This is an optimization exercise on Yosys and OpenROAD, whose aim is small area, a short achievable clock period and few clock cycles per item, not a production implementation. No functional check of the RTL was part of any run shown here.

--- flow/config.mk ---
export PLATFORM = sky130hd
export DESIGN_NAME = aes_enc
export DESIGN_NICKNAME = aes_enc
export VERILOG_FILES = /design/flow/design.v
export SDC_FILE = /design/flow/constraint.sdc
export NUM_CORES = 8
export LEC_CHECK = 0
export CAP_MARGIN = 20
export CORE_MARGIN = 2
export CORE_UTILIZATION = 60
export PLACE_DENSITY = 0.7
export SLEW_MARGIN = 20
export SYNTH_HIERARCHICAL = 1
--- flow/flow/run.sh ---
#!/bin/bash
# Layout flow: the standard flow (standard.sh, unchanged synthesis), with
# plain buf_1 cells as the port buffers instead of the flow's default choice.
set -euo pipefail
bash standard.sh "BUFFER_PORTS_ARGS=-buffer_cell sky130_fd_sc_hd__buf_1" finish > make_finish.log 2>&1
--- flow/constraint.sdc ---
create_clock -name core_clock -period 15.0 [get_ports {clk}]
set_input_delay 3.0000 -clock core_clock [delete_from_list [all_inputs] [get_ports {clk}]]
set_output_delay 3.0000 -clock core_clock [all_outputs]
set_load 0.01 [all_outputs]
--- flow/standard.sh ---
#!/bin/bash
# synth_recipe.tcl (not shown) runs the flow's synth.tcl, then flattens the netlist and writes it again
# the make line also repeats each setting of config.mk as NAME=value (left out here)
make -C /OpenROAD-flow-scripts/flow DESIGN_CONFIG=/design/flow/config.mk WORK_HOME=/design/flow/orfs CLKGATE_MAP_FILE= SYNTH_SCRIPT=/design/flow/synth_recipe.tcl "${@:-finish}"
--- flow/design.v ---
module aes_sbox (input wire [7:0] x, output wire [7:0] y);
    wire U0 = x[7], U1 = x[6], U2 = x[5], U3 = x[4], U4 = x[3], U5 = x[2], U6 = x[1], U7 = x[0];
    wire T1, T2, T3, T4, T5, T6, T7, T8, T9, T10, T11, T12, T13, T14, T15, T16;
    wire T17, T18, T19, T20, T21, T22, T23, T24, T25, T26, T27, M1, M2, M3, M4, M5;
    wire M6, M7, M8, M9, M10, M11, M12, M13, M14, M15, M16, M17, M18, M19, M20, M21;
    wire M22, M23, M24, M25, M26, M27, M28, M29, M30, M31, M32, M33, M34, M35, M36, M37;
    wire M38, M39, M40, M41, M42, M43, M44, M45, M46, M47, M48, M49, M50, M51, M52, M53;
    wire M54, M55, M56, M57, M58, M59, M60, M61, M62, M63, L0, L1, L2, L3, L4, L5;
    wire L6, L7, L8, L9, L10, L11, L12, L13, L14, L15, L16, L17, L18, L19, L20, L21;
    wire L22, L23, L24, L25, L26, L27, L28, L29;
    aes_xor2  g0   (.a(U0), .b(U3), .y(T1));
    aes_xor2  g1   (.a(U0), .b(U5), .y(T2));
    aes_xor2  g2   (.a(U0), .b(U6), .y(T3));
    aes_xor2  g3   (.a(U3), .b(U5), .y(T4));
    aes_xor2  g4   (.a(U4), .b(U6), .y(T5));
    aes_xor2  g5   (.a(T1), .b(T5), .y(T6));
    aes_xor2  g6   (.a(U1), .b(U2), .y(T7));
    aes_xor2  g7   (.a(U7), .b(T6), .y(T8));
    aes_xor2  g8   (.a(U7), .b(T7), .y(T9));
    aes_xor2  g9   (.a(T6), .b(T7), .y(T10));
    aes_xor2  g10  (.a(U1), .b(U5), .y(T11));
    aes_xor2  g11  (.a(U2), .b(U5), .y(T12));
    aes_xor2  g12  (.a(T3), .b(T4), .y(T13));
    aes_xor2  g13  (.a(T6), .b(T11), .y(T14));
    aes_xor2  g14  (.a(T5), .b(T11), .y(T15));
    aes_xor2  g15  (.a(T5), .b(T12), .y(T16));
    aes_xor2  g16  (.a(T9), .b(T16), .y(T17));
    aes_xor2  g17  (.a(U3), .b(U7), .y(T18));
    aes_xor2  g18  (.a(T7), .b(T18), .y(T19));
    aes_xor2  g19  (.a(T1), .b(T19), .y(T20));
    aes_xor2  g20  (.a(U6), .b(U7), .y(T21));
    aes_xor2  g21  (.a(T7), .b(T21), .y(T22));
    aes_xor2  g22  (.a(T2), .b(T22), .y(T23));
    aes_xor2  g23  (.a(T2), .b(T10), .y(T24));
    aes_xor2  g24  (.a(T20), .b(T17), .y(T25));
    aes_xor2  g25  (.a(T3), .b(T16), .y(T26));
    aes_xor2  g26  (.a(T1), .b(T12), .y(T27));
    aes_nand2 g27  (.a(T13), .b(T6), .y(M1));
    aes_nand2 g28  (.a(T23), .b(T8), .y(M2));
    aes_xnor2 g29  (.a(T14), .b(M1), .y(M3));
    aes_nand2 g30  (.a(T19), .b(U7), .y(M4));
    aes_xor2  g31  (.a(M4), .b(M1), .y(M5));
    aes_nand2 g32  (.a(T3), .b(T16), .y(M6));
    aes_nand2 g33  (.a(T22), .b(T9), .y(M7));
    aes_xnor2 g34  (.a(T26), .b(M6), .y(M8));
    aes_nand2 g35  (.a(T20), .b(T17), .y(M9));
    aes_xor2  g36  (.a(M9), .b(M6), .y(M10));
    aes_nand2 g37  (.a(T1), .b(T15), .y(M11));
    aes_nand2 g38  (.a(T4), .b(T27), .y(M12));
    aes_xor2  g39  (.a(M12), .b(M11), .y(M13));
    aes_nand2 g40  (.a(T2), .b(T10), .y(M14));
    aes_xor2  g41  (.a(M14), .b(M11), .y(M15));
    aes_xnor2 g42  (.a(M3), .b(M2), .y(M16));
    aes_xor2  g43  (.a(M5), .b(T24), .y(M17));
    aes_xnor2 g44  (.a(M8), .b(M7), .y(M18));
    aes_xor2  g45  (.a(M10), .b(M15), .y(M19));
    aes_xnor2 g46  (.a(M16), .b(M13), .y(M20));
    aes_xnor2 g47  (.a(M17), .b(M15), .y(M21));
    aes_xnor2 g48  (.a(M18), .b(M13), .y(M22));
    aes_xnor2 g49  (.a(M19), .b(T25), .y(M23));
    aes_xor2  g50  (.a(M22), .b(M23), .y(M24));
    aes_nor2  g51  (.a(M22), .b(M20), .y(M25));
    aes_xnor2 g52  (.a(M21), .b(M25), .y(M26));
    aes_xor2  g53  (.a(M20), .b(M21), .y(M27));
    aes_xnor2 g54  (.a(M23), .b(M25), .y(M28));
    aes_nand2 g55  (.a(M28), .b(M27), .y(M29));
    aes_nand2 g56  (.a(M26), .b(M24), .y(M30));
    aes_nor2  g57  (.a(M20), .b(M23), .y(M31));
    aes_nand2 g58  (.a(M27), .b(M31), .y(M32));
    aes_xor2  g59  (.a(M27), .b(M25), .y(M33));
    aes_nor2  g60  (.a(M21), .b(M22), .y(M34));
    aes_nand2 g61  (.a(M24), .b(M34), .y(M35));
    aes_xor2  g62  (.a(M24), .b(M25), .y(M36));
    aes_xor2  g63  (.a(M21), .b(M29), .y(M37));
    aes_xnor2 g64  (.a(M32), .b(M33), .y(M38));
    aes_xor2  g65  (.a(M23), .b(M30), .y(M39));
    aes_xnor2 g66  (.a(M35), .b(M36), .y(M40));
    aes_xor2  g67  (.a(M38), .b(M40), .y(M41));
    aes_xor2  g68  (.a(M37), .b(M39), .y(M42));
    aes_xor2  g69  (.a(M37), .b(M38), .y(M43));
    aes_xor2  g70  (.a(M39), .b(M40), .y(M44));
    aes_xor2  g71  (.a(M42), .b(M41), .y(M45));
    aes_nand2 g72  (.a(M44), .b(T6), .y(M46));
    aes_nand2 g73  (.a(M40), .b(T8), .y(M47));
    aes_nand2 g74  (.a(M39), .b(U7), .y(M48));
    aes_nand2 g75  (.a(M43), .b(T16), .y(M49));
    aes_nand2 g76  (.a(M38), .b(T9), .y(M50));
    aes_nand2 g77  (.a(M37), .b(T17), .y(M51));
    aes_nand2 g78  (.a(M42), .b(T15), .y(M52));
    aes_nand2 g79  (.a(M45), .b(T27), .y(M53));
    aes_nand2 g80  (.a(M41), .b(T10), .y(M54));
    aes_nand2 g81  (.a(M44), .b(T13), .y(M55));
    aes_nand2 g82  (.a(M40), .b(T23), .y(M56));
    aes_nand2 g83  (.a(M39), .b(T19), .y(M57));
    aes_nand2 g84  (.a(M43), .b(T3), .y(M58));
    aes_nand2 g85  (.a(M38), .b(T22), .y(M59));
    aes_nand2 g86  (.a(M37), .b(T20), .y(M60));
    aes_nand2 g87  (.a(M42), .b(T1), .y(M61));
    aes_nand2 g88  (.a(M45), .b(T4), .y(M62));
    aes_nand2 g89  (.a(M41), .b(T2), .y(M63));
    aes_xor2  g90  (.a(M61), .b(M62), .y(L0));
    aes_xor2  g91  (.a(M50), .b(M56), .y(L1));
    aes_xor2  g92  (.a(M46), .b(M48), .y(L2));
    aes_xor2  g93  (.a(M47), .b(M55), .y(L3));
    aes_xor2  g94  (.a(M54), .b(M58), .y(L4));
    aes_xor2  g95  (.a(M49), .b(M61), .y(L5));
    aes_xnor2 g96  (.a(M62), .b(L5), .y(L6));
    aes_xnor2 g97  (.a(M46), .b(L3), .y(L7));
    aes_xor2  g98  (.a(M51), .b(M59), .y(L8));
    aes_xor2  g99  (.a(M52), .b(M53), .y(L9));
    aes_xnor2 g100 (.a(M53), .b(L4), .y(L10));
    aes_xnor2 g101 (.a(M60), .b(L2), .y(L11));
    aes_xor2  g102 (.a(M48), .b(M51), .y(L12));
    aes_xnor2 g103 (.a(M50), .b(L0), .y(L13));
    aes_xor2  g104 (.a(M52), .b(M61), .y(L14));
    aes_xnor2 g105 (.a(M55), .b(L1), .y(L15));
    aes_xnor2 g106 (.a(M56), .b(L0), .y(L16));
    aes_xnor2 g107 (.a(M57), .b(L1), .y(L17));
    aes_xnor2 g108 (.a(M58), .b(L8), .y(L18));
    aes_xnor2 g109 (.a(M63), .b(L4), .y(L19));
    aes_xor2  g110 (.a(L0), .b(L1), .y(L20));
    aes_xor2  g111 (.a(L1), .b(L7), .y(L21));
    aes_xor2  g112 (.a(L3), .b(L12), .y(L22));
    aes_xor2  g113 (.a(L18), .b(L2), .y(L23));
    aes_xor2  g114 (.a(L15), .b(L9), .y(L24));
    aes_xor2  g115 (.a(L6), .b(L10), .y(L25));
    aes_xor2  g116 (.a(L7), .b(L9), .y(L26));
    aes_xor2  g117 (.a(L8), .b(L10), .y(L27));
    aes_xor2  g118 (.a(L11), .b(L14), .y(L28));
    aes_xor2  g119 (.a(L11), .b(L17), .y(L29));
    aes_xor2  g120 (.a(L6), .b(L24), .y(y[7]));
    aes_xnor2 g121 (.a(L16), .b(L26), .y(y[6]));
    aes_xnor2 g122 (.a(L19), .b(L28), .y(y[5]));
    aes_xor2  g123 (.a(L6), .b(L21), .y(y[4]));
    aes_xor2  g124 (.a(L20), .b(L22), .y(y[3]));
    aes_xor2  g125 (.a(L25), .b(L29), .y(y[2]));
    aes_xnor2 g126 (.a(L13), .b(L27), .y(y[1]));
    aes_xnor2 g127 (.a(L6), .b(L23), .y(y[0]));
endmodule
module aes_xor2_b  (input wire a, input wire b, output wire y); assign y = a ^ b;    endmodule
module aes_xnor2_b (input wire a, input wire b, output wire y); assign y = ~(a ^ b); endmodule
module aes_nand2_b (input wire a, input wire b, output wire y); assign y = ~(a & b); endmodule
module aes_nor2_b  (input wire a, input wire b, output wire y); assign y = ~(a | b); endmodule
module aes_inv_b   (input wire a, output wire y);               assign y = ~a;       endmodule
module aes_o22ai_b (input wire a1, input wire a2, input wire b1, input wire b2, output wire y);
    assign y = ~((a1 | a2) & (b1 | b2));
endmodule
module aes_a22o_b  (input wire a1, input wire a2, input wire b1, input wire b2, output wire y);
    assign y = (a1 & a2) | (b1 & b2);
endmodule
module aes_o21ai_b (input wire a1, input wire a2, input wire b1, output wire y);
    assign y = ~((a1 | a2) & b1);
endmodule
module aes_a222oi_b (input wire sa, input wire a, input wire sb, input wire b, input wire sc, input wire c,
                     output wire y);
    assign y = ~((sa & a) | (sb & b) | (sc & c));
endmodule
module aes_xor2 #(parameter W = 1) (input wire [W-1:0] a, input wire [W-1:0] b, output wire [W-1:0] y);
    genvar i;
    generate for (i = 0; i < W; i = i + 1) begin : g
        aes_xor2_b u (.a(a[i]), .b(b[i]), .y(y[i]));
    end endgenerate
endmodule
module aes_xnor2 #(parameter W = 1) (input wire [W-1:0] a, input wire [W-1:0] b, output wire [W-1:0] y);
    genvar i;
    generate for (i = 0; i < W; i = i + 1) begin : g
        aes_xnor2_b u (.a(a[i]), .b(b[i]), .y(y[i]));
    end endgenerate
endmodule
module aes_nand2 #(parameter W = 1) (input wire [W-1:0] a, input wire [W-1:0] b, output wire [W-1:0] y);
    genvar i;
    generate for (i = 0; i < W; i = i + 1) begin : g
        aes_nand2_b u (.a(a[i]), .b(b[i]), .y(y[i]));
    end endgenerate
endmodule
module aes_nor2 #(parameter W = 1) (input wire [W-1:0] a, input wire [W-1:0] b, output wire [W-1:0] y);
    genvar i;
    generate for (i = 0; i < W; i = i + 1) begin : g
        aes_nor2_b u (.a(a[i]), .b(b[i]), .y(y[i]));
    end endgenerate
endmodule
module aes_inv #(parameter W = 1) (input wire [W-1:0] a, output wire [W-1:0] y);
    genvar i;
    generate for (i = 0; i < W; i = i + 1) begin : g
        aes_inv_b u (.a(a[i]), .y(y[i]));
    end endgenerate
endmodule
module aes_o22ai #(parameter W = 1) (input wire [W-1:0] a, input wire sa, input wire [W-1:0] b, input wire sb,
                                     output wire [W-1:0] y);
    genvar i;
    generate for (i = 0; i < W; i = i + 1) begin : g
        aes_o22ai_b u (.a1(a[i]), .a2(sa), .b1(b[i]), .b2(sb), .y(y[i]));
    end endgenerate
endmodule
module aes_a222oi #(parameter W = 1) (input wire sa, input wire [W-1:0] a, input wire sb, input wire [W-1:0] b,
                                      input wire sc, input wire [W-1:0] c, output wire [W-1:0] y);
    genvar i;
    generate for (i = 0; i < W; i = i + 1) begin : g
        aes_a222oi_b u (.sa(sa), .a(a[i]), .sb(sb), .b(b[i]), .sc(sc), .c(c[i]), .y(y[i]));
    end endgenerate
endmodule
module aes_a22o #(parameter W = 1) (input wire sa, input wire [W-1:0] a, input wire sb, input wire [W-1:0] b,
                                    output wire [W-1:0] y);
    genvar i;
    generate for (i = 0; i < W; i = i + 1) begin : g
        aes_a22o_b u (.a1(sa), .a2(a[i]), .b1(sb), .b2(b[i]), .y(y[i]));
    end endgenerate
endmodule
module aes_o21ai #(parameter W = 1) (input wire s, input wire [W-1:0] a, input wire [W-1:0] b, output wire [W-1:0] y);
    genvar i;
    generate for (i = 0; i < W; i = i + 1) begin : g
        aes_o21ai_b u (.a1(s), .a2(a[i]), .b1(b[i]), .y(y[i]));
    end endgenerate
endmodule
module aes_enc (
    input  wire         clk,
    input  wire         rst,         
    input  wire         start,       
    input  wire [1:0]   key_len,     
    input  wire [255:0] key,         
    input  wire [127:0] din,         
    output wire         ready,       
    output reg          done,        
    output wire [127:0] dout
);
    reg        busy;         
    reg        rdy;          
    reg        last;         
    reg  [3:0] cnt;          
    reg        m192, m256;   
    reg  [2:0] kc;           
    reg  [7:0] rcon;         
    assign ready = rdy;
    wire       m192_d = rdy ? (key_len == 2'd1) : m192;
    wire       m256_d = rdy ? (key_len == 2'd2) : m256;
    wire       m128_d = !m192_d && !m256_d;
    wire [2:0] kc_d   = rdy ? ((key_len == 2'd0) ? 3'd0 : 3'd4) :
                        (m192 && kc == 3'd4) ? 3'd2 : (m192 && kc == 3'd2) ? 3'd0 :
                        (!m192 && !m256) ? 3'd0 : kc ^ 3'd4;
    wire       r1_d   = rdy;
    wire       kc0_d  = (kc_d == 3'd0);
    wire       kc4_d  = (kc_d == 3'd4);
    wire       p0_d   = kc0_d || (m256_d && kc4_d && !r1_d);     
    wire       p2_d   = m192_d && kc4_d;                         
    wire       ik01_d = r1_d && (m256_d || m192_d);              
    wire       ik23_d = r1_d && m256_d;                          
    reg kc0, p2, rotw;
    reg sa01, sb01, sa23, sb23, sc;      
    reg c0, c1, c2, c3;                  
    reg m01, m23;                        
    reg sn1a, sn1b, sn2a, sn2b;          
    always @(posedge clk) begin
        kc0  <= kc0_d;
        p2   <= p2_d;
        rotw <= kc0_d || p2_d;
        sa01 <= m256_d || ik01_d;
        sb01 <= m192_d && !ik01_d;
        sa23 <= m256_d;
        sb23 <= m192_d;
        sc   <= m128_d;
        c0   <= !(p0_d || ik01_d);
        c1   <= !ik01_d;
        c2   <= !(p2_d || ik23_d);
        c3   <= !ik23_d;
        m01  <= p0_d;
        m23  <= p0_d || p2_d;
        sn1a <= !kc0_d;
        sn1b <= !(m256_d && kc4_d && !r1_d);
        sn2a <= !(p2_d && !r1_d);
        sn2b <= !(p2_d && r1_d);
    end
    reg  [255:0] kw;
    wire [31:0]  K [0:7];
    genvar k;
    generate
        for (k = 0; k < 8; k = k + 1) begin : g_k
            assign K[k] = kw[255 - 32*k -: 32];
        end
    endgenerate
    wire [31:0] wold_n [0:3];
    aes_a222oi #(32) u_wo0 (.sa(sa01), .a(K[0]), .sb(sb01), .b(K[2]), .sc(sc), .c(K[4]), .y(wold_n[0]));
    aes_a222oi #(32) u_wo1 (.sa(sa01), .a(K[1]), .sb(sb01), .b(K[3]), .sc(sc), .c(K[5]), .y(wold_n[1]));
    aes_a222oi #(32) u_wo2 (.sa(sa23), .a(K[2]), .sb(sb23), .b(K[4]), .sc(sc), .c(K[6]), .y(wold_n[2]));
    aes_a222oi #(32) u_wo3 (.sa(sa23), .a(K[3]), .sb(sb23), .b(K[5]), .sc(sc), .c(K[7]), .y(wold_n[3]));
    wire [7:0] r0n = ~({8{kc0}} & rcon);
    wire [7:0] r2n = ~({8{p2}} & rcon);
    wire [31:0] A [0:3];
    wire [31:0] t0, t1, t2, t3;
    wire [7:0]  q0, q2;
    aes_nand2 #(32) u_t0  (.a({32{c0}}), .b(K[7]), .y(t0));
    aes_nand2 #(8)  u_q0  (.a(t0[31:24]), .b(r0n), .y(q0));
    aes_xnor2 #(8)  u_a0h (.a(wold_n[0][31:24]), .b(q0), .y(A[0][31:24]));
    aes_xor2  #(24) u_a0l (.a(wold_n[0][23:0]), .b(t0[23:0]), .y(A[0][23:0]));
    aes_nand2 #(32) u_t1  (.a({32{c1}}), .b(A[0]), .y(t1));
    aes_xor2  #(32) u_a1  (.a(wold_n[1]), .b(t1), .y(A[1]));
    aes_nand2 #(32) u_t2  (.a({32{c2}}), .b(A[1]), .y(t2));
    aes_nand2 #(8)  u_q2  (.a(t2[31:24]), .b(r2n), .y(q2));
    aes_xnor2 #(8)  u_a2h (.a(wold_n[2][31:24]), .b(q2), .y(A[2][31:24]));
    aes_xor2  #(24) u_a2l (.a(wold_n[2][23:0]), .b(t2[23:0]), .y(A[2][23:0]));
    aes_nand2 #(32) u_t3  (.a({32{c3}}), .b(A[2]), .y(t3));
    aes_xor2  #(32) u_a3  (.a(wold_n[3]), .b(t3), .y(A[3]));
    wire [31:0] x23, x237, sn1, sn2, sin, sw;
    aes_xor2  #(32) u_x23  (.a(K[2]), .b(K[3]), .y(x23));
    aes_xor2  #(32) u_x237 (.a(x23), .b(K[7]), .y(x237));
    aes_o22ai #(32) u_sn1  (.a({K[7][23:0], K[7][31:24]}), .sa(sn1a),
                            .b(K[7]), .sb(sn1b), .y(sn1));
    aes_o22ai #(32) u_sn2  (.a({x237[23:0], x237[31:24]}), .sa(sn2a),
                            .b({K[1][23:0], K[1][31:24]}), .sb(sn2b), .y(sn2));
    aes_nor2  #(32) u_sin  (.a(sn1), .b(sn2), .y(sin));
    aes_sbox u_ks0 (.x(sin[31:24]), .y(sw[31:24]));
    aes_sbox u_ks1 (.x(sin[23:16]), .y(sw[23:16]));
    aes_sbox u_ks2 (.x(sin[15:8]),  .y(sw[15:8]));
    aes_sbox u_ks3 (.x(sin[7:0]),   .y(sw[7:0]));
    wire [31:0] g0, g2;
    wire [127:0] nw_n;
    aes_nand2 #(32) u_g0 (.a({32{m01}}), .b(sw), .y(g0));
    aes_nand2 #(32) u_g2 (.a({32{m23}}), .b(sw), .y(g2));
    aes_xor2  #(32) u_n0 (.a(A[0]), .b(g0), .y(nw_n[127:96]));
    aes_xor2  #(32) u_n1 (.a(A[1]), .b(g0), .y(nw_n[95:64]));
    aes_xor2  #(32) u_n2 (.a(A[2]), .b(g2), .y(nw_n[63:32]));
    aes_xor2  #(32) u_n3 (.a(A[3]), .b(g2), .y(nw_n[31:0]));
    wire [255:0] kw_d;
    wire [127:0] kh_n;
    aes_a22o  #(128) u_kwh (.sa(rdy), .a(key[127:0]), .sb(busy), .b(kw[127:0]), .y(kw_d[255:128]));
    aes_nand2 #(128) u_khn (.a({128{rdy}}), .b(key[255:128]), .y(kh_n));
    aes_o21ai #(128) u_kwl (.s(rdy), .a(nw_n), .b(kh_n), .y(kw_d[127:0]));
    reg  [127:0] st_n;
    wire [127:0] x;                  
    aes_xnor2 #(128) u_ark (.a(st_n), .b(kw[127:0]), .y(x));
    assign dout = x;
    wire [7:0] sb [0:15];
    genvar n;
    generate
        for (n = 0; n < 16; n = n + 1) begin : g_sb
            aes_sbox u_sb (.x(x[127 - 8*n -: 8]), .y(sb[n]));
        end
    endgenerate
    wire [7:0] sr [0:15];
    generate
        for (n = 0; n < 16; n = n + 1) begin : g_sr
            assign sr[n] = sb[((n / 4 + n % 4) % 4) * 4 + n % 4];
        end
    endgenerate
    reg  rsel, esel, lsel;           
    wire [127:0] mc, srw;
    generate
        for (n = 0; n < 4; n = n + 1) begin : g_mc
            wire [31:0] s = {sr[4*n], sr[4*n + 1], sr[4*n + 2], sr[4*n + 3]};
            wire [31:0] u;           
            wire [31:0] w;           
            wire [11:0] h;           
            aes_xor2 #(32) u_u (.a(s), .b({s[23:0], s[31:24]}), .y(u));
            aes_xor2 #(32) u_w (.a({s[23:0], s[31:24]}), .b({u[15:0], u[31:16]}), .y(w));
            genvar i;
            for (i = 0; i < 4; i = i + 1) begin : g_i
                wire [7:0] ui = u[31 - 8*i -: 8];
                aes_xor2 #(3) u_h (.a({ui[0], ui[2], ui[3]}), .b({3{ui[7]}}), .y(h[3*i +: 3]));
                aes_xor2 #(8) u_m (.a(w[31 - 8*i -: 8]),
                                   .b({ui[6:4], h[3*i], h[3*i + 1], ui[1], h[3*i + 2], ui[7]}),
                                   .y(mc[127 - 32*n - 8*i -: 8]));
            end
            assign srw[127 - 32*n -: 32] = s;
        end
    endgenerate
    wire [127:0] st_d;
    aes_a222oi #(128) u_st (.sa(rsel), .a(din), .sb(esel), .b(mc), .sc(lsel), .c(srw), .y(st_d));
    always @(posedge clk) begin
        st_n <= st_d;
        kw   <= kw_d;
    end
    always @(posedge clk) begin
        m192 <= m192_d;
        m256 <= m256_d;
        kc   <= kc_d;
        if (rdy) begin
            cnt   <= (key_len == 2'd0) ? 4'd9 : (key_len == 2'd1) ? 4'd11 : 4'd13;
            rcon  <= 8'h01;
            last  <= 1'b0;
        end else begin
            if (rotw) rcon <= {rcon[6:0], 1'b0} ^ (rcon[7] ? 8'h1b : 8'h00);
            cnt   <= cnt - 4'd1;
            last  <= (cnt == 4'd1);
        end
    end
    wire busy_d = !rst && (rdy ? start : !last);
    wire last_d = !rdy && (cnt == 4'd1);
    always @(posedge clk) begin
        busy <= busy_d;
        rdy  <= !busy_d;
        done <= !rst && busy && last;
        rsel <= !busy_d;
        esel <= busy_d && !last_d;
        lsel <= busy_d && last_d;
    end
endmodule
==> flow_summary.toml, run 1 <==
[synthesis]
synth_edf_count = 0
synth.net_count = 5303
synth_flop_cell = "dfxtp_1"
synthCells = 4912
ys_seq_area_frac = 0.202
synth_most_common_cell = "xor2_1"
ys_warn_count = 7
avgSynthCellArea_sq_um = 8.54
ys_ff_latch = 423
synth_largest_area_cell = "xor2_1"
yosys-top-cells-area = "xor2_1 (44%), dfxtp_1 (20%), xnor2_1 (14%)"
async_reset_ff_frac = 0
ys_types = 40
synth_common_cells = "xor2_1 (2097), nand2_1 (981), xnor2_1 (669), dfxtp_1 (423), a222oi_1 (256)"
synth_top_cell_area_share = 0.438
syn-cell-area_sq_um = 41900

[detailed_routing]
drt-wirelength-per-cell_um = 25.2
viasPerCell = 6.03
firstDrtPassIters = 10
final_antenna_net_count = 0
routed-via-count = 39200
wl_um = 164000
route.detailed.drc = 0
drt_iter0_markers = 5945

[floorplanning]
core.rowCount = 96
die_w_um = 268
dieArea_sq_um = 72000
core_region_area_sq_um = 68900
die_h_um = 268
start_util = 0.608
ioPinCount = 519

[sta]
finClkSkew_ns = 0.0213
slew-limit-headroom = 0.161
finalSetupViolations = 0
max_freq_mhz = 126
holdWs_ns = 0.430
final.setup.tns_ns = 0
min_period_ns = 7.91
worst_slew_pin_slew_ns = 1.26
final.period_utilization = 0.528
slew_viol_final = 0
rsz0062_at_grt = "no"
hold_viol = 0

[place]
placed_cells = 6400
dpl.hpwl_um = 126000
gp_congestion = 1.02
portBuffers = 518

[global_route]
antenna_found_initial = 26
grtUsageTotal = 0.436
grt_start_max_net_pins = 205
grt_pass1_vias = 37500
gr-total-overflow = 0
grt_pass1_wl_um = 235000

[cells_and_area]
multi_input_area_sq_um = 33400
drive_gt1_frac = 0.0268
nFillCells = 6105
ff_latch_area_sq_um = 8500
fin_util = 0.683
fin_cells = 6506
area_growth_syn_to_layout_pct = 12.3
nets = 5911

[worst_setup_path]
cp_max_fo = 5
worstPathRequired_ns = 15.39
path_common_cell = "xor2_1"
path_cells = "xnor2_1 > xor2_1 > xor2_1 > xor2_1 > nand2_1 > xor2_1 > xor2_1 > xnor2_1 > xor2_1 > xor2_1 > xnor2_1 > xor2_1 > xor2_1 > nand2_1 > xor2_1 > xor2_1 > xor2_1 > xor2_1 > xor2_1 > xor2_1 > a222oi_1"
setup.worst_path.class = "reg2reg"
startpoint_type = "flip-flop"
cp_slowest_cell = "a222oi_1"
arrival_ns = 8.30
slowest_delay_ns = 0.96
cp-end-kind = "flip-flop"

[clock_network]
htreeDepth = 2
cts_hold_buf = 0
clock-root-buffer = "clkbuf_16"
post_cts_resized = 0
cts_tree = "yes"
clkTransAtPathRegs_ns = 0.06
insertion_delay_ns = 0.62
postCtsSetupRepairBufs = 0
cts_made_buffers = 49
cts_buffer_depth = 3
cts_sinks = 423

[run]
drv_cap = 0

[run_status]
status = "complete, no violations"

[hold_path]
hold_path.class = "reg2reg"
[worst max-delay path: cells and delay by family (launching register included)]
family | cells | cell delay, ns
flops | 1 | 0.43
compound gates | 1 | 0.96
xor+xnor | 18 | 6.02
simple gates | 2 | 0.25
[modules after synthesis (local to each module, per instance), a selection]
| module | area [sq um] | flops+latches |
|---|---|---|
| aes_xor2_b | 8.76 | 0 |
| aes_nand2_b | 3.75 | 0 |
| aes_nor2_b | 3.75 | 0 |
| aes_o21ai_b | 5.00 | 0 |
| aes_xnor2_b | 8.76 | 0 |
| aes_o22ai_b | 6.26 | 0 |
| aes_enc | 9090 | 423 |
| aes_a22o_b | 8.76 | 0 |
| aes_a222oi_b | 10.0 | 0 |
[placed cells by master (no fill, tap or decap), types with 2 or more instances in the layout]
cell,count
dfxtp_1,413
nor2_1,106
nand2_1,981
a222oi_1,256
inv_6,2
buf_4,42
nor3_1,3
buf_2,3
clkbuf_8,11
inv_1,6
diode_2,22
clkinv_2,7
nor2b_1,2
ha_1,2
xnor2_1,667
o22ai_1,64
nand2b_1,2
dfxtp_4,6
a22o_1,128
mux2i_1,5
or2_2,2
a21oi_1,3
clkinvlp_4,3
nand3b_1,2
a211oi_1,4
clkbuf_16,49
dfxtp_2,4
clkbuf_1,4
o21ai_0,4
xnor2_2,2
o21ai_1,128
bufinv_16,4
xor2_1,2097
or3_1,2
mux2_2,2
buf_1,518
[metrics by stage]
| stage | cell area [sq um] | setup WS [ns] |
|---|---|---|
| 6_report | 47100 | 7.09 |
| 5_1_grt | 47100 | 6.65 |
| 4_1_cts | 47000 | 7.29 |
| 3_5_place_dp | 45400 | 7.33 |
| 3_3_place_gp | 45300 | 6.67 |
| 2_1_floorplan | 41900 | 3.43 |
[metal layers]
metal,GRT usage,vias up,part of all wire
li1,-,17700,-
met1,0.546,18600,0.38
met2,0.665,2401,0.42
met3,0.0791,545,0.11
met4,0.335,4,0.087
met5,0,-,0.00016
[flip-flops by register name, indices dropped and copies added, names as in the netlist, 3 cells and up]
register / count
cnt: 4
kw: 256
rcon: 8
kc: 3
st_n: 128
[area by class of cell]
class | instances | share of cell area
Timing Repair Buffer | 564 | 0.0487
Sequential cell | 423 | 0.180
Multi-Input combinational cell | 4475 | 0.710
Inverter | 7 | 0.000558
Clock buffer | 64 | 0.0296
Tap cell | 931 | 0.0247
Antenna cell | 22 | 0.00117
Clock inverter | 20 | 0.00513
[cell families after synthesis]
family                     after synthesis  share of synthesized area
xor gates and xnor gates              2766                      0.578
muxes                                    7                    0.00173
and+or+nand+nor                       1106                      0.100
DFF                                    423                      0.202
buffers and inverters                   14                    0.00143
AOI/OAI and AO/OA                      594                      0.116
adders and majority gates                2                   0.000597
[worst paths after layout]
| check | start | endpoint | slack (ns) | cells past startpoint |
|---|---|---|---|---|
| min reg2reg | cnt[0]$_SDFF_PP1_ | cnt[0]$_SDFF_PP1_ | 0.43 | 1 |
| max reg2reg | kw[127]$_DFF_P_ | st_n[99]$_DFF_P_ | 7.09 | 21 |
| min | cnt[0]$_SDFF_PP1_ | cnt[0]$_SDFF_PP1_ | 0.43 | 1 |
| max | kw[127]$_DFF_P_ | st_n[99]$_DFF_P_ | 7.09 | 21 |
==> run 2: changes to the inputs <==
==> flow/flow/run.sh (replaced) <==
#!/bin/bash
# Layout flow: the standard flow (standard.sh, unchanged synthesis), with
# plain buf_1 cells as the port buffers instead of the flow's default choice,
# and timing repair asked for a setup margin (the SDC is unchanged).
set -euo pipefail
bash standard.sh "BUFFER_PORTS_ARGS=-buffer_cell sky130_fd_sc_hd__buf_1" "SETUP_SLACK_MARGIN=8" finish > make_finish.log 2>&1
--- a/flow/config.mk
+++ b/flow/config.mk
@@ -7,7 +7,7 @@
 export LEC_CHECK = 0
 export CAP_MARGIN = 20
 export CORE_MARGIN = 2
-export CORE_UTILIZATION = 60
-export PLACE_DENSITY = 0.7
+export CORE_UTILIZATION = 45
+export PLACE_DENSITY = 0.6
 export SLEW_MARGIN = 20
 export SYNTH_HIERARCHICAL = 1
==> run 2 against run 1 <==
Compared with the run above: global-route usage fell by 8.9 points; clock skew rose by 0.043 ns; register-to-register slack improved by 0.88 ns; synthesized cell count did not move; cell area rose by 6.6%; critical path type unchanged; largest cell class unchanged; highest routed layer unchanged.
==> flow_summary.toml, run 2 <==
[detailed_routing]
drt_iter0_markers = 5283
route.detailed.drc = 0
firstDrtPassIters = 9
wl_um = 174000
highest_layer = "met5"
wl_met1_um = 71100
wl_met2_um = 78300
final_antenna_net_count = 0
routed-wl-met3_um = 13900
drt-wirelength-per-cell_um = 25.5
viasPerCell = 5.61
routed-via-count = 38300

[floorplanning]
start_util = 0.456
dieArea_sq_um = 95600
die_h_um = 309
core_region_area_sq_um = 91900
ioPinCount = 519
die_w_um = 309
core.rowCount = 111

[clock_network]
cts_made_buffers = 53
htreeDepth = 2
clkTransAtPathRegs_ns = 0.07
insertion_delay_ns = 0.67
cts_tree = "yes"
cts_buffer_depth = 3
clock-root-buffer = "clkbuf_16"
cts_sinks = 423
cts_hold_buf = 0

[sta]
slew_viol_final = 0
final.period_utilization = 0.469
finalSetupViolations = 0
rsz0062_at_grt = "yes"
slew-limit-headroom = 0.0416
min_period_ns = 7.04
finClkSkew_ns = 0.0643
worst_slew_pin_slew_ns = 1.44
hold_viol = 0
max_freq_mhz = 142
final.setup.tns_ns = 0

[synthesis]
synth_most_common_cell = "xor2_1"
ys_types = 40
synth.net_count = 5303
ys_warn_count = 7
synth_largest_area_cell = "xor2_1"
ys_seq_area_frac = 0.202
synth_top_cell_area_share = 0.438
synth_edf_count = 0
avgSynthCellArea_sq_um = 8.54
synthCells = 4912
ys_ff_latch = 423
yosys-top-cells-area = "xor2_1 (44%), dfxtp_1 (20%), xnor2_1 (14%)"
synth_flop_cell = "dfxtp_1"
syn-cell-area_sq_um = 41900
synth_common_cells = "xor2_1 (2097), nand2_1 (981), xnor2_1 (669), dfxtp_1 (423), a222oi_1 (256)"
async_reset_ff_frac = 0

[place]
dpl.hpwl_um = 137000
portBuffers = 518
postPlaceCellArea_sq_um = 45700
gp_congestion = 1.00

[hold_path]
hold_path.class = "reg2reg"

[worst_setup_path]
cp_max_fo = 7
setup.worst_path.class = "reg2reg"
startpoint_type = "flip-flop"
arrival_ns = 7.44
cp-end-kind = "flip-flop"
worstPathRequired_ns = 15.40

[cells_and_area]
top_register = "kw"
drive_gt1_frac = 0.0857
area_growth_syn_to_layout_pct = 19.7
nets = 5917
multi_input_area_sq_um = 35900
layout_commonest_cell = "xor2_1"
mostFrequentLayoutCells = "xor2_1 (1972), nand2_1 (981), buf_1 (518)"
largest_reg_flops = 256
fin_area_sq_um = 50200
top_regs = "kw: 256 flops, st_n: 128 flops, rcon: 8 flops"
ff_latch_area_sq_um = 8540
nFillCells = 8805

[global_route]
grt_pass1_vias = 37400
gr-total-overflow = 0
grtUsageTotal = 0.347
grt_pass1_wl_um = 246000
antenna_found_initial = 11
grt_start_max_net_pins = 178

[run_status]
status = "complete, no violations"

[run]
drv_cap = 0
-- run 2: cell counts after synthesis --
Identical to the previous run, type by type.
-- run 2: logic make-up after synthesis --
group | count (synthesis) | share of synthesized area
and+or+nand+nor | 1106 | 0.100
adders and majority gates | 2 | 0.000597
AOI/OAI and AO/OA | 594 | 0.116
xor gates and xnor gates | 2766 | 0.578
DFF | 423 | 0.202
buffers and inverters | 14 | 0.00143
muxes | 7 | 0.00173
-- run 2: repair_timing --
item                                    4_1_cts  5_1_grt
endpoints found under the setup margin      151      239
gates resized for setup                      82      269
pin swaps                                     4       16
setup buffers                                 2       11
-- run 2: cell type report --
cell class | count | share of cell area
Timing Repair Buffer | 566 | 0.0466
Antenna cell | 5 | 0.000249
Inverter | 7 | 0.000523
Clock buffer | 68 | 0.0291
Sequential cell | 423 | 0.170
Multi-Input combinational cell | 4475 | 0.715
Clock inverter | 30 | 0.00723
Tap cell | 1243 | 0.0310
-- run 2: worst paths after layout --
kind,startpoint,to,slack (ns),cells past startpoint
max reg2reg,kw[10]$_DFF_P_,st_n[84]$_DFF_P_,7.96,21
max,kw[10]$_DFF_P_,st_n[84]$_DFF_P_,7.96,21
min reg2reg,cnt[0]$_SDFF_PP1_,cnt[0]$_SDFF_PP1_,0.43,1
min,cnt[0]$_SDFF_PP1_,cnt[0]$_SDFF_PP1_,0.43,1
-- run 2: critical path, cell delays in order, from the launching register on --
cell,delay [ns]
dfxtp_2,0.44
xnor2_2,0.41
xor2_1,0.31
xor2_1,0.45
xor2_1,0.29
nand2_1,0.10
xor2_1,0.16
xor2_1,0.17
xnor2_2,0.33
xor2_1,0.31
nand2_1,0.11
xor2_1,0.38
xor2_1,0.29
xor2_1,0.21
nand2_1,0.18
xor2_2,0.33
xor2_1,0.28
xor2_2,0.34
xor2_1,0.30
xor2_1,0.12
xor2_1,0.17
a222oi_1,1.09
-- run 2: routing by layer --
| metal | vias to the layer above | global-route usage |
|---|---|---|
| met5 | - | 0 |
| met4 | 10 | 0.190 |
| met3 | 329 | 0.0494 |
| met2 | 1777 | 0.552 |
| met1 | 18600 | 0.454 |
| li1 | 17600 | - |
-- run 2: per-stage QoR --
step           instances  hold WS, ns   util  setup WS, ns
5_1_grt             6816        0.454  0.546          7.87
3_3_place_gp        6701        0.412  0.497          7.12
2_1_floorplan       4912        0.396      -          9.16
6_report            6817        0.432  0.546          7.96
4_1_cts             6801        0.436  0.523          7.68
3_5_place_dp        6701        0.419  0.497          7.15
-- run 2: per-module statistics from Yosys (local to each module, per instance), excerpt --
module | times used | cells inside
aes_enc | 1 | 528
aes_nor2_b | 92 | 1
aes_a222oi_b | 256 | 1
aes_xor2_b | 2096 | 1
aes_a22o_b | 128 | 1
aes_nand2_b | 956 | 1
aes_xnor2_b | 664 | 1
aes_o21ai_b | 128 | 1
aes_o22ai_b | 64 | 1
==> run 3: changes to the inputs <==
==> flow/flow/run.sh (replaced) <==
#!/bin/bash
# Layout flow: the standard flow (standard.sh, unchanged synthesis), with
# plain buf_1 cells as the port buffers instead of the flow's default choice,
# and timing repair asked for a setup margin (the SDC is unchanged).
set -euo pipefail
bash standard.sh "BUFFER_PORTS_ARGS=-buffer_cell sky130_fd_sc_hd__buf_1" "SETUP_SLACK_MARGIN=8.7" finish > make_finish.log 2>&1
==> run 3 against run 2 <==
Compared with the run above: register-to-register slack better by 0.77 ns; maximum frequency is 12% higher; via count is 3.2% higher; sequential cell count stayed put; final cell count is 2.6% higher; still clean on timing, DRC and antenna; clock skew is 0.0016 ns lower; core utilization is 7.0 points higher; worst hold slack better by 0.0040 ns; area after synthesis stayed put; sequential share of layout area is 1.7 points lower; synthesized cell count stayed put.
==> flow_summary.toml, run 3 <==
[cells_and_area]
fin_cells = 6995
fin_util = 0.616
top_register = "kw"
nets = 6095
mostFrequentLayoutCells = "xor2_1 (1708), nand2_1 (979), buf_1 (518)"
area_growth_syn_to_layout_pct = 35.2
fin_area_sq_um = 56700
drive_gt1_frac = 0.196
nFillCells = 7916
layout_commonest_cell = "xor2_1"
top_regs = "kw: 256 flops, st_n: 128 flops, rcon: 8 flops"
largest_reg_flops = 256

[clock_network]
htreeDepth = 2
cts_made_buffers = 53
clock-root-buffer = "clkbuf_16"
cts_hold_buf = 0
cts_buffer_depth = 3
clkTransAtPathRegs_ns = 0.07
cts_tree = "yes"
cts_sinks = 423
insertion_delay_ns = 0.67

[sta]
slew-limit-headroom = 0.149
worst_slew_pin_slew_ns = 1.28
slew_viol_final = 0
finClkSkew_ns = 0.0627
hold_viol = 0
final.setup.tns_ns = 0
rsz0062_at_grt = "yes"
final.period_utilization = 0.418
min_period_ns = 6.27
holdWs_ns = 0.436
finalSetupViolations = 0
max_freq_mhz = 160

[detailed_routing]
viasPerCell = 5.65
final_antenna_net_count = 0
drt-wirelength-per-cell_um = 25.7
firstDrtPassIters = 10
route.detailed.drc = 0
wl_um = 180000
wl_met1_um = 71800
wl_met2_um = 82000
routed-wl-met3_um = 14700
highest_layer = "met5"
routed-via-count = 39500
drt_iter0_markers = 5326

[worst_setup_path]
path_cells = "xnor2_4 > xor2_4 > xor2_4 > xor2_2 > nand2_1 > xor2_2 > xor2_1 > xnor2_2 > xor2_2 > nand2_1 > xor2_4 > xor2_2 > nand2_1 > xor2_2 > xnor2_4 > xor2_2 > xor2_2 > buf_4 > xor2_1 > xor2_1 > xor2_1 > a222oi_1"
cp_max_fo = 5
worstRegToRegCells = 22
setup.worst_path.class = "reg2reg"
path_common_cell = "xor2_2"
cp-end-kind = "flip-flop"
rrSetupSlack_ns = 8.73
slowest_delay_ns = 0.53
r2r_start = "st_n[3]$_DFF_P_"
arrival_ns = 6.73
cp_slowest_cell = "a222oi_1"
worstPathRequired_ns = 15.46
timing.rr.end = "st_n[114]$_DFF_P_"
startpoint_type = "flip-flop"

[synthesis]
synth_edf_count = 0
async_reset_ff_frac = 0
ys_ff_latch = 423
synthSimpleGateAreaFrac = 0.100
synth_most_common_cell = "xor2_1"
synthCells = 4912
ys_warn_count = 7
syn-cell-area_sq_um = 41900
ys_seq_area_frac = 0.202
synth_top_cell_area_share = 0.438
synth_common_cells = "xor2_1 (2097), nand2_1 (981), xnor2_1 (669), dfxtp_1 (423), a222oi_1 (256)"
synth_compound_area_frac = 0.116
muxShareOfSynthArea = 0.00173
yosys-top-cells-area = "xor2_1 (44%), dfxtp_1 (20%), xnor2_1 (14%)"
synth_flop_cell = "dfxtp_1"
synth_top_family_by_area = "XOR/XNOR gates"
avgSynthCellArea_sq_um = 8.54
synth_largest_area_cell = "xor2_1"
synth-adder-area-share = 0.000597
synth.net_count = 5303
ys_types = 40
synthXorXnorAreaFrac = 0.578

[place]
gp_congestion = 1.00
postPlaceCellArea_sq_um = 45700
dpl.hpwl_um = 137000
placed_cells = 6701
portBuffers = 518

[floorplanning]
core_region_area_sq_um = 91900
die_h_um = 309
start_util = 0.456
dieArea_sq_um = 95600
die_w_um = 309
ioPinCount = 519
core.rowCount = 111

[run_status]
status = "complete, no violations"

[hold_path]
whs_path_depth = 1
hold_path_end = "cnt[0]$_SDFF_PP1_"
min_from = "cnt[0]$_SDFF_PP1_"
hold_path.class = "reg2reg"

[global_route]
antenna_found_initial = 12
grt_start_max_net_pins = 178
grt_pass1_wl_um = 250000
gr-total-overflow = 0
grt_pass1_vias = 38000
grtUsageTotal = 0.353

[run]
drv_cap = 0
## run 3: cell types whose count changed in the layout (fill, tap and decap cells not counted), sizes merged
cell / change
buf: +178
## run 3: final cells by class
| type | instances | area (sq um) | share of cell area |
|---|---|---|---|
| multi-input combinational | 4475 | 40600 | 0.717 |
| inverter | 7 | 26.3 | 0.000464 |
| tap | 1243 | 1560 | 0.0274 |
| clock inverter | 30 | 363 | 0.00640 |
| antenna | 5 | 12.5 | 0.000221 |
| sequential | 423 | 8690 | 0.153 |
| clock buffer | 68 | 1460 | 0.0258 |
| timing repair buffer | 744 | 3920 | 0.0691 |
## run 3: timing repair
action	CTS	global route
buffers inserted	50	141
endpoints found under the hold margin	0	0
setup endpoints to repair	256	249
pin swaps	53	168
resized for setup	502	536
## run 3: metal layers
| layer | track usage | vias up |
|---|---|---|
| li1 | - | 17800 |
| met1 | 0.459 | 19400 |
| met2 | 0.562 | 1963 |
| met3 | 0.0516 | 355 |
| met4 | 0.195 | 8 |
| met5 | 0 | - |
## run 3: logic make-up (layout without fill, tap and decap cells)
family / Yosys count / count (layout)
xor gates and xnor gates: 2766 / 2766
muxes: 7 / 7
buffers and inverters: 14 / 849
AOI/OAI and AO/OA: 594 / 594
other: 0 / 5
DFF: 423 / 423
adders and majority gates: 2 / 2
and+or+nand+nor: 1106 / 1106
## run 3: worst max path at each step
stage | from | to | slack, ns | cells past startpoint
after floorplan | kw[4]$_DFF_P_ | st_n[127]$_DFF_P_ | 9.16 | 21
after global placement | kw[52]$_DFF_P_ | st_n[84]$_DFF_P_ | 7.12 | 20
after detailed placement | kw[52]$_DFF_P_ | st_n[84]$_DFF_P_ | 7.15 | 20
after CTS | kw[91]$_DFF_P_ | st_n[84]$_DFF_P_ | 8.57 | 21
after global routing | kw[118]$_DFF_P_ | st_n[20]$_DFF_P_ | 8.48 | 22
final | st_n[3]$_DFF_P_ | st_n[114]$_DFF_P_ | 8.73 | 22
## run 3: per-stage QoR
stage               setup WS, ns
CTS                         8.57
global route                8.48
floorplan                   9.16
global placement            7.12
finish                      8.73
detailed placement          7.15
## run 3: modules after synthesis (local to each module, per instance), excerpt
module	flops+latches	times used
aes_enc	423	1
aes_o22ai_b	0	64
aes_xnor2_b	0	664
aes_nor2_b	0	92
aes_nand2_b	0	956
aes_a22o_b	0	128
aes_o21ai_b	0	128
## run 3: worst max-delay path: cells and delay by family (launching register included)
kind	cells	cell delay, ns
compound gates	1	0.53
xor+xnor	17	4.50
buf+inv	1	0.16
flops	1	0.38
simple gates	3	0.50
==> run 4: changes to the inputs <==
--- a/flow/design.v
+++ b/flow/design.v
@@ -321,13 +321,12 @@
     aes_xor2  #(32) u_n3 (.a(A[3]), .b(g2), .y(nw_n[31:0]));
     wire [255:0] kw_d;
     wire [127:0] kh_n;
-    aes_a22o  #(128) u_kwh (.sa(rdy), .a(key[127:0]), .sb(busy), .b(kw[127:0]), .y(kw_d[255:128]));
+    aes_a22o  #(128) u_kwh (.sa(rsel), .a(key[127:0]), .sb(nrsel), .b(kw[127:0]), .y(kw_d[255:128]));
     aes_nand2 #(128) u_khn (.a({128{rdy}}), .b(key[255:128]), .y(kh_n));
     aes_o21ai #(128) u_kwl (.s(rdy), .a(nw_n), .b(kh_n), .y(kw_d[127:0]));
     reg  [127:0] st_n;
     wire [127:0] x;                  
     aes_xnor2 #(128) u_ark (.a(st_n), .b(kw[127:0]), .y(x));
-    assign dout = x;
     wire [7:0] sb [0:15];
     genvar n;
     generate
@@ -341,7 +340,7 @@
             assign sr[n] = sb[((n / 4 + n % 4) % 4) * 4 + n % 4];
         end
     endgenerate
-    reg  rsel, esel, lsel;           
+    reg  rsel, nrsel;                
     wire [127:0] mc, srw;
     generate
         for (n = 0; n < 4; n = n + 1) begin : g_mc
@@ -363,7 +362,12 @@
         end
     endgenerate
     wire [127:0] st_d;
-    aes_a222oi #(128) u_st (.sa(rsel), .a(din), .sb(esel), .b(mc), .sc(lsel), .c(srw), .y(st_d));
+    aes_o22ai #(128) u_st (.a(din), .sa(nrsel), .b(mc), .sb(rsel), .y(st_d));
+    reg  [127:0] dout_r;
+    wire [127:0] dout_d;
+    aes_xnor2 #(128) u_fin (.a(srw), .b(nw_n), .y(dout_d));
+    assign dout = dout_r;
+    always @(posedge clk) dout_r <= dout_d;
     always @(posedge clk) begin
         st_n <= st_d;
         kw   <= kw_d;
@@ -382,14 +386,14 @@
             last  <= (cnt == 4'd1);
         end
     end
-    wire busy_d = !rst && (rdy ? start : !last);
+    wire busy_d = !rst && ((rdy && start) || (busy && !last));
     wire last_d = !rdy && (cnt == 4'd1);
+    wire rdy_d  = !busy_d || last_d;
     always @(posedge clk) begin
-        busy <= busy_d;
-        rdy  <= !busy_d;
-        done <= !rst && busy && last;
-        rsel <= !busy_d;
-        esel <= busy_d && !last_d;
-        lsel <= busy_d && last_d;
+        busy  <= busy_d;
+        rdy   <= rdy_d;
+        done  <= !rst && busy && last;
+        rsel  <= rdy_d;
+        nrsel <= !rdy_d;
     end
 endmodule
==> flow/flow/run.sh (replaced) <==
#!/bin/bash
# Layout flow: the standard flow (standard.sh, unchanged synthesis), with
# plain buf_1 cells as the port buffers instead of the flow's default choice,
# the pins of each state bit placed side by side (flow/io.tcl), and timing
# repair asked for a setup margin (the SDC is unchanged).
set -euo pipefail
bash standard.sh "BUFFER_PORTS_ARGS=-buffer_cell sky130_fd_sc_hd__buf_1" "SETUP_SLACK_MARGIN=8" \
  "IO_CONSTRAINTS=$(pwd)/flow/io.tcl" finish > make_finish.log 2>&1
==> flow/flow/io.tcl (new file) <==
# Pin placement: for each state bit j, din[j], dout[j], key[128+j] (round key
# word bit j) and key[j] side by side; the four state columns (32 bits each)
# on the four edges. The remaining pins are placed by place_pins.
set edges {bottom right top left}
for {set c 0} {$c < 4} {incr c} {
  set pins {}
  for {set j [expr {127 - 32 * $c}]} {$j > 127 - 32 * ($c + 1)} {incr j -1} {
    lappend pins "din\[$j\]" "dout\[$j\]" "key\[[expr {128 + $j}]\]" "key\[$j\]"
  }
  set_io_pin_constraint -region [lindex $edges $c]:* -pin_names $pins -group -order
}
==> run 4 against run 3 <==
Compared with the run above: critical path depth is 1 higher; critical path type unchanged; highest routed layer unchanged; largest cell class unchanged; sequential share of layout area up 4.8 points; first-iteration DRC count increased by 14%; still clean.
==> flow_summary.toml, run 4 <==
[run_status]
status = "complete, no violations"

[global_route]
antenna_found_initial = 24
gr-total-overflow = 0
grt_pass1_vias = 40100
grtUsageTotal = 0.418
grt_pass1_wl_um = 305000
grt_start_max_net_pins = 158

[place]
portBuffers = 518
placed_cells = 7022
dpl.hpwl_um = 184000
dp_slack_ns = 7.49
gp_congestion = 1.10

[sta]
rsz0062_at_grt = "yes"
finClkSkew_ns = 0.0632
slew-limit-headroom = 0.267
finalSetupViolations = 0
holdWs_ns = 0.430
final.period_utilization = 0.463
worst_slew_pin_slew_ns = 1.09
setup_slack_ns = 8.06
max_freq_mhz = 144
slew_viol_final = 0
min_period_ns = 6.94
final.setup.tns_ns = 0
hold_viol = 0

[cells_and_area]
nFillCells = 9494
ff_latch_area_sq_um = 11100
nets = 6202
fin_cells = 7175
multi_input_area_sq_um = 37300
top_regs = "kw: 256 flops, dout_r: 128 flops, st_n: 128 flops"
largest_reg_flops = 256
layout_commonest_cell = "xor2_1"
area_growth_syn_to_layout_pct = 21.9
top_register = "kw"
mostFrequentLayoutCells = "xor2_1 (1873), nand2_1 (981), xnor2_1 (668)"
drive_gt1_frac = 0.102

[worst_setup_path]
arrival_ns = 7.43
cp-end-kind = "flip-flop"
path_cells = "xor2_1 > xor2_1 > o22ai_1 > nor2_1 > xor2_2 > buf_4 > xor2_2 > xor2_1 > nand2_1 > xor2_1 > xor2_1 > xnor2_2 > xor2_1 > nand2_1 > xor2_2 > xor2_1 > nand2_1 > xor2_1 > xnor2_4 > xnor2_1 > nand2_1 > xor2_1 > xnor2_1"
path_common_cell = "xor2_1"
r2r_start = "kw[171]$_DFF_P_"
worstRegToRegCells = 23
timing.rr.end = "dout_r[112]$_DFF_P_"
slowest_delay_ns = 0.65
startpoint_type = "flip-flop"
cp_slowest_cell = "xnor2_1"
setup.worst_path.class = "reg2reg"
worstPathRequired_ns = 15.49
rrSetupSlack_ns = 8.06
cp_max_fo = 4
crit_path_start = "kw[171]$_DFF_P_"
path_buf_inv = 1
path_delay_family = "XOR/XNOR gates"

[synthesis]
synthCells = 5168
ys_ff_latch = 550
synth_flop_cell = "dfxtp_1"
ys_types = 38
synth_largest_area_cell = "xor2_1"
ys_warn_count = 7
avgSynthCellArea_sq_um = 8.73
async_reset_ff_frac = 0
syn-cell-area_sq_um = 45100
synth_edf_count = 0
synth_most_common_cell = "xor2_1"
yosys-top-cells-area = "xor2_1 (41%), dfxtp_1 (24%), xnor2_1 (15%)"
ys_seq_area_frac = 0.244
synth_top_cell_area_share = 0.407
synth_common_cells = "xor2_1 (2097), nand2_1 (983), xnor2_1 (797), dfxtp_1 (550), o22ai_1 (192)"
synth.net_count = 5559

[hold_path]
hold_path_end = "done$_DFF_P_"
whs_path_depth = 2
hold_path.class = "reg2reg"
min_from = "busy$_DFF_P_"

[floorplanning]
core.rowCount = 116
die_w_um = 321
ioPinCount = 519
start_util = 0.452
die_h_um = 321
dieArea_sq_um = 103000
core_region_area_sq_um = 99700

[clock_network]
htreeDepth = 3
cts_tree = "yes"
clkTransAtPathRegs_ns = 0.06
cts_made_buffers = 68
cts_buffer_depth = 3
cts_sinks = 550
clock-root-buffer = "clkbuf_16"
insertion_delay_ns = 0.70

[detailed_routing]
drt-wirelength-per-cell_um = 31.2
viasPerCell = 5.80
wl_um = 224000
route.detailed.drc = 0
firstDrtPassIters = 9
drt_iter0_markers = 6057
routed-via-count = 41600
final_antenna_net_count = 0

[run]
drv_cap = 0
==> run 4: cell count changes in the layout (fill, tap and decap cells not counted), sizes merged, moves of 5 or more <==
cell and delta:
buf -164, a222oi -128, o22ai +128, xnor2 +128, dfxtp +127, clkbuf +19, diode +6, clkinvlp +5
==> run 4: stage by stage <==
| step | cell area, sq um | util |
|---|---|---|
| after floorplan | 45100 | - |
| after global routing | 55000 | 0.551 |
| after detailed placement | 49000 | 0.492 |
| after CTS | 52300 | 0.524 |
| final | 55000 | 0.551 |
| after global placement | 49000 | 0.492 |
==> run 4: logic make-up after synthesis <==
| kind of cell | count (synthesis) | share of synthesized area |
|---|---|---|
| AND/OR/NAND/NOR | 1108 | 0.0935 |
| XOR/XNOR | 2894 | 0.562 |
| multiplexers | 7 | 0.00161 |
| buffers and inverters | 13 | 0.00122 |
| adder cells (fa/ha/maj) | 2 | 0.000555 |
| flip-flops | 550 | 0.244 |
| AO/OA/AOI/OAI | 594 | 0.0971 |
==> run 4: how the worst max path moves through the flow <==
stage | slack, ns | cells after the start | endpoint
2_1_floorplan | 9.16 | 0 | ready
3_3_place_gp | 7.54 | 22 | dout_r[59]$_DFF_P_
3_5_place_dp | 7.49 | 22 | dout_r[59]$_DFF_P_
4_1_cts | 7.99 | 20 | st_n[68]$_DFF_P_
5_1_grt | 7.91 | 23 | dout_r[93]$_DFF_P_
6_report | 8.06 | 23 | dout_r[112]$_DFF_P_
==> run 4: layout make-up <==
| class | count | share of cell area |
|---|---|---|
| multi-input cells | 4605 | 0.678 |
| flip-flops and latches | 550 | 0.201 |
| repair buffers | 580 | 0.0457 |
| clock buffers | 87 | 0.0346 |
| well taps | 1298 | 0.0295 |
| clock inverters | 38 | 0.0100 |
| diodes | 11 | 0.000501 |
| inverters | 6 | 0.000410 |
==> run 4: per-module statistics from Yosys, one instance, submodules excluded, excerpt <==
module        flip-flops and latches  cells  cell area (sq um)
aes_a22o_b                         0      1               8.76
aes_enc                          550    656              11600
aes_nand2_b                        0      1               3.75
aes_xnor2_b                        0      1               8.76
aes_a222oi_b                       0      1               10.0
aes_o21ai_b                        0      1               5.00
aes_o22ai_b                        0      1               6.26
aes_xor2_b                         0      1               8.76
aes_nor2_b                         0      1               3.75
==> run 4: what timing repair did <==
item                                    4_1_cts  5_1_grt
endpoints found under the setup margin      216      377
setup buffers                                 0       17
hold buffers                                  0        0
pin swaps                                     0       18
gates resized for setup                     105      334
==> run 4: tightest hold or removal path, stage by stage (launching register included) <==
cell	delay (ns)
dfxtp_1	0.31
nand2_1	0.05
nor2_1	0.03
==> run 4: per-layer routing <==
metal  vias to the layer above  GRT usage  share of wire
met5                         -          0        0.00053
met4                        20      0.234          0.070
met2                      2637      0.599           0.40
li1                      18100          -              -
met1                     20300      0.561           0.41
met3                       608      0.115           0.12

## what the ideal ports hide
No port has a modelled driver above. Below, the same layouts with a new extraction and two added sets of constraints. Step 1: set_driving_cell puts a clkbuf_16 on clk and a buf_2 on each other input, an assumption about the parent block. Step 2 adds t to the input delays and takes it off the output delays; t is the mean of the earliest and latest rising clock arrival at the registers after step 1. Input paths then give back, and output paths get back, about the clock's delay inside the block. Slacks: ideal / step 1 / step 2; pairs: ideal / step 1.
| run | t, ns | setup slack, ns | hold slack, ns |
|---|---|---|---|
| run 1 | 0.678 | 7.086 / 7.086 / 7.086 | 0.430 / 0.430 / 0.430 |
| run 2 | 0.704 | 7.961 / 7.961 / 7.961 | 0.432 / 0.432 / 0.432 |
| run 3 | 0.697 | 8.732 / 8.732 / 8.732 | 0.436 / 0.436 / 0.436 |
| run 4 | 0.726 | 8.061 / 8.061 / 8.061 | 0.430 / 0.430 / 0.430 |
After both steps setup and hold are still met in every run listed.
